Source: an optimization exercise on an open RTL-to-GDS flow (aim: small area, a short achievable clock period and few clock cycles per item). Production flows keep margins and buffers that such runs may drop. The RTL was checked by simulation tests, not by an equivalence proof against the original design.

## wip/raven
// lk7_svf
module lk7_svf (
    input  wire        clk,
    input  wire        rst,
    input  wire        in_valid,
    output wire        in_ready,
    input  wire        in_ch,
    input  wire        in_clr,
    input  wire [1:0]  in_mode,
    input  wire [1:0]  in_nsec,
    input  wire [31:0] in_x,
    input  wire [31:0] in_a1,
    input  wire [31:0] in_a2,
    input  wire [31:0] in_a3,
    input  wire [31:0] in_k,
    output wire        out_valid,
    output wire [31:0] out_y
);
Size in the first run: about 11000 cells after synthesis, about 620 flip-flops, ~200 I/O pins.
==> flow/config.mk <==
export PLATFORM = sky130hd
export DESIGN_NAME = lk7_svf
export DESIGN_NICKNAME = lk7_svf
export VERILOG_FILES = /design/flow/design.v
export SDC_FILE = /design/flow/constraint.sdc
export NUM_CORES = 4
export LEC_CHECK = 0
export ABC_AREA = 1
export CAP_MARGIN = 20
export CORE_MARGIN = 2
export CORE_UTILIZATION = 40
export PLACE_DENSITY = 0.6
export SLEW_MARGIN = 20
==> flow/constraint.sdc <==
create_clock -name core_clock -period 20.0 [get_ports {clk}]
set_input_delay 4.0000 -clock core_clock [delete_from_list [all_inputs] [get_ports {clk}]]
set_output_delay 4.0000 -clock core_clock [all_outputs]
set_load 0.01 [all_outputs]
standard.sh (not shown) runs the stock make flow with config.mk's settings and CLKGATE_MAP_FILE= SYNTH_SCRIPT=/design/flow/synth_recipe.tcl, a recipe that flattens the netlist after the stock synthesis.
==> flow/flow/run.sh <==
#!/bin/bash
# Own flow: the standard layout (standard.sh) unchanged, except that
# OpenROAD's repair_timing is asked to keep SETUP_SLACK_MARGIN ns of setup
# slack at the design's clock, so that it sizes the critical paths for a
# shorter achieved period.  Clock, constraints and steps are the standard ones.
set -euo pipefail
export SETUP_SLACK_MARGIN=11.4
bash standard.sh > standard.log 2>&1
Testbench counts of wip/raven, summed over its fixed seeds: cycles 35,549, items 9,600.
What wip/ember does differently from wip/raven at the input level:
--- a/flow/flow/run.sh
+++ b/flow/flow/run.sh
@@ -6,3 +6,3 @@
 set -euo pipefail
-export SETUP_SLACK_MARGIN=11.4
+export SETUP_SLACK_MARGIN=11
 bash standard.sh > standard.log 2>&1
[summary]
Compared with wip/raven, in wip/ember global-route wire length before repair went down.
[compare] base=wip/raven new=wip/ember: critical path depth down about 9%, starting DRC count in detailed routing down about 9%.
## Diff of input files: wip/garnet against wip/ember
- CORE_UTILIZATION now 50, was 40
- PLACE_DENSITY now 0.65, was 0.6
--- outcome ---
- Diff wip/ember -> wip/garnet: met1 track demand over resource increased 8.0 points, inverter count of the layout excluding clock inverters was more or less identical.
- On worst clock skew, wip/ember and wip/garnet are neck and neck.
- Taking wip/ember as the reference point, the time the final worst path needs with I/O delays and setup of wip/garnet rises by 0.11 ns.
- Across both runs, number of diodes was lower for wip/garnet than for wip/ember.

---

lk7_svf, a different RTL version from the one above (not shown whole).
For scale: about 11,000 cells after synthesis, ~620 flip-flops, about 200 I/O pins, about 85,000 sq um of cells after synthesis.
export LEC_CHECK = 0
export ABC_AREA = 1
export CAP_MARGIN = 20
export CORE_MARGIN = 2
export CORE_UTILIZATION = 40
export PLACE_DENSITY = 0.6
export SLEW_MARGIN = 20
create_clock -name core_clock -period 20.0 [get_ports {clk}]
==> flow/flow/run.sh <==
#!/bin/bash
# Own flow: the standard layout (standard.sh) unchanged, except that
# - OpenROAD's repair_timing is asked to keep SETUP_SLACK_MARGIN ns of setup
#   slack at the design's clock, so that it sizes the critical paths for a
#   shorter achieved period;
# - every port is still buffered, with a small buffer (buf_2).
# Clock, constraints and steps are the standard ones.
set -euo pipefail
export SETUP_SLACK_MARGIN=11.2
export BUFFER_PORTS_ARGS="-buffer_cell sky130_fd_sc_hd__buf_2"
bash standard.sh > standard.log 2>&1
Testbench counts at the start, summed over its fixed seeds: cycles 35,549, items 9,600.
==> next run, changes <==
--- a/flow/flow/run.sh
+++ b/flow/flow/run.sh
@@ -9 +9 @@
-export SETUP_SLACK_MARGIN=11.2
+export SETUP_SLACK_MARGIN=11
Settings changed: CAP_MARGIN 20 to 10, SLEW_MARGIN 20 to 10.
Outcome: The new run finished clean; clock skew is about the same; final cell count falls by 0.74%; final area falls by 2.0%; first-iteration DRC count falls by 2.5%.
==> next run, changes <==
==> flow/flow/run.sh (replaced) <==
#!/bin/bash
# Own flow: the standard layout (standard.sh) unchanged, except that
# OpenROAD's repair_timing is asked to keep SETUP_SLACK_MARGIN ns of setup
# slack at the design's clock, so that it sizes the critical paths for a
# shorter achieved period.  Clock, constraints and steps are the standard ones.
set -euo pipefail
export SETUP_SLACK_MARGIN=11
bash standard.sh > standard.log 2>&1
Settings changed: CAP_MARGIN 10 to 20, SLEW_MARGIN 10 to 20.
Register-to-register slack gets better by 0.22 ns.
Via count came out lower slightly.
Routed wire length came out higher slightly.
Worst setup slack gets better by 0.22 ns.
Final area came out higher slightly.
Global-route usage came out higher by 0.32 points.
Final cell count came out lower slightly.
Synthesized area is unchanged.
First-iteration DRC count came out lower by a few percent.
==> next run, changes <==
==> flow/flow/run.sh (replaced) <==
#!/bin/bash
# Own flow: the standard layout (standard.sh) unchanged, except that
# - OpenROAD's repair_timing is asked to keep SETUP_SLACK_MARGIN ns of setup
#   slack at the design's clock, so that it sizes the critical paths for a
#   shorter achieved period;
# - every port is still buffered, with a small buffer (buf_2).
# Clock, constraints and steps are the standard ones.
set -euo pipefail
export SETUP_SLACK_MARGIN=11.2
export BUFFER_PORTS_ARGS="-buffer_cell sky130_fd_sc_hd__buf_2"
bash standard.sh > standard.log 2>&1
Settings changed: GPL_ROUTABILITY_DRIVEN from default to 0, PLACE_DENSITY 0.6 to 0.7.
After rerunning: The new run went through all stages and came out clean. Routed wire length shrinks by 9.0%. Worst setup slack improved by 0.074 ns. Design area shrinks by 1.5%. Hold slack got worse by 0.0094 ns. Core utilization shrinks by 0.73 points. Sequential share of layout area grows by 0.22 points. Sequential cell count is unchanged. Maximum frequency grows by about 0.8%.
==> next run, changes <==
--- a/flow/flow/run.sh
+++ b/flow/flow/run.sh
@@ -9 +9 @@
-export SETUP_SLACK_MARGIN=11.2
+export SETUP_SLACK_MARGIN=11
- The changed run completed with no timing, DRC or antenna violations
- routed wire length falls slightly
- maximum frequency falls by a few percent
- hold slack stays flat
- flip-flop and latch count stays the same

separate check: timing with driven ports:
In the flow no input, the clock included, has a driving cell. The finished layouts below were timed again as built, in two steps.
Step 1, drivers: a clkbuf_16 drives clk and a buf_2 each remaining input, both assumed.
Step 2, shift: input delay + t, output delay - t, t = (earliest + latest rising clock arrival at the registers) / 2. This alone moves slack from input paths to output paths.
a / b / c = no drivers / after step 1 / after step 2; a / b = the first two.
| run | shift t [ns] | setup WS [ns] | hold slack, ns | worst register clock-pin slew, ns | cell pins on the clock port's net |
|---|---|---|---|---|---|
| wip/raven | 0.859 | 11.233 / 11.233 / 11.233 | 0.430 / 0.430 / 0.430 | 0.09 / 0.09 | 1 |
| wip/ember | 0.854 | 10.876 / 10.876 / 10.876 | 0.461 / 0.461 / 0.461 | 0.07 / 0.07 | 1 |
| wip/garnet | 0.846 | 10.767 / 10.767 / 10.767 | 0.462 / 0.462 / 0.462 | 0.07 / 0.07 | 1 |
| the first run of note 2 | 0.816 | 11.265 / 11.265 / 11.265 | 0.463 / 0.463 / 0.463 | 0.08 / 0.08 | 1 |
| the second run of note 2 | 0.836 | 10.934 / 10.934 / 10.934 | 0.463 / 0.463 / 0.463 | 0.07 / 0.07 | 1 |
| the third run of note 2 | 0.835 | 11.150 / 11.150 / 11.150 | 0.464 / 0.464 / 0.464 | 0.09 / 0.09 | 1 |
| the fourth run of note 2 | 0.840 | 11.224 / 11.224 / 11.224 | 0.454 / 0.454 / 0.454 | 0.10 / 0.10 | 1 |
| the fifth run of note 2 | 0.828 | 11.023 / 11.023 / 11.023 | 0.454 / 0.454 / 0.454 | 0.10 / 0.10 | 1 |
After both steps every run listed still meets setup and hold.
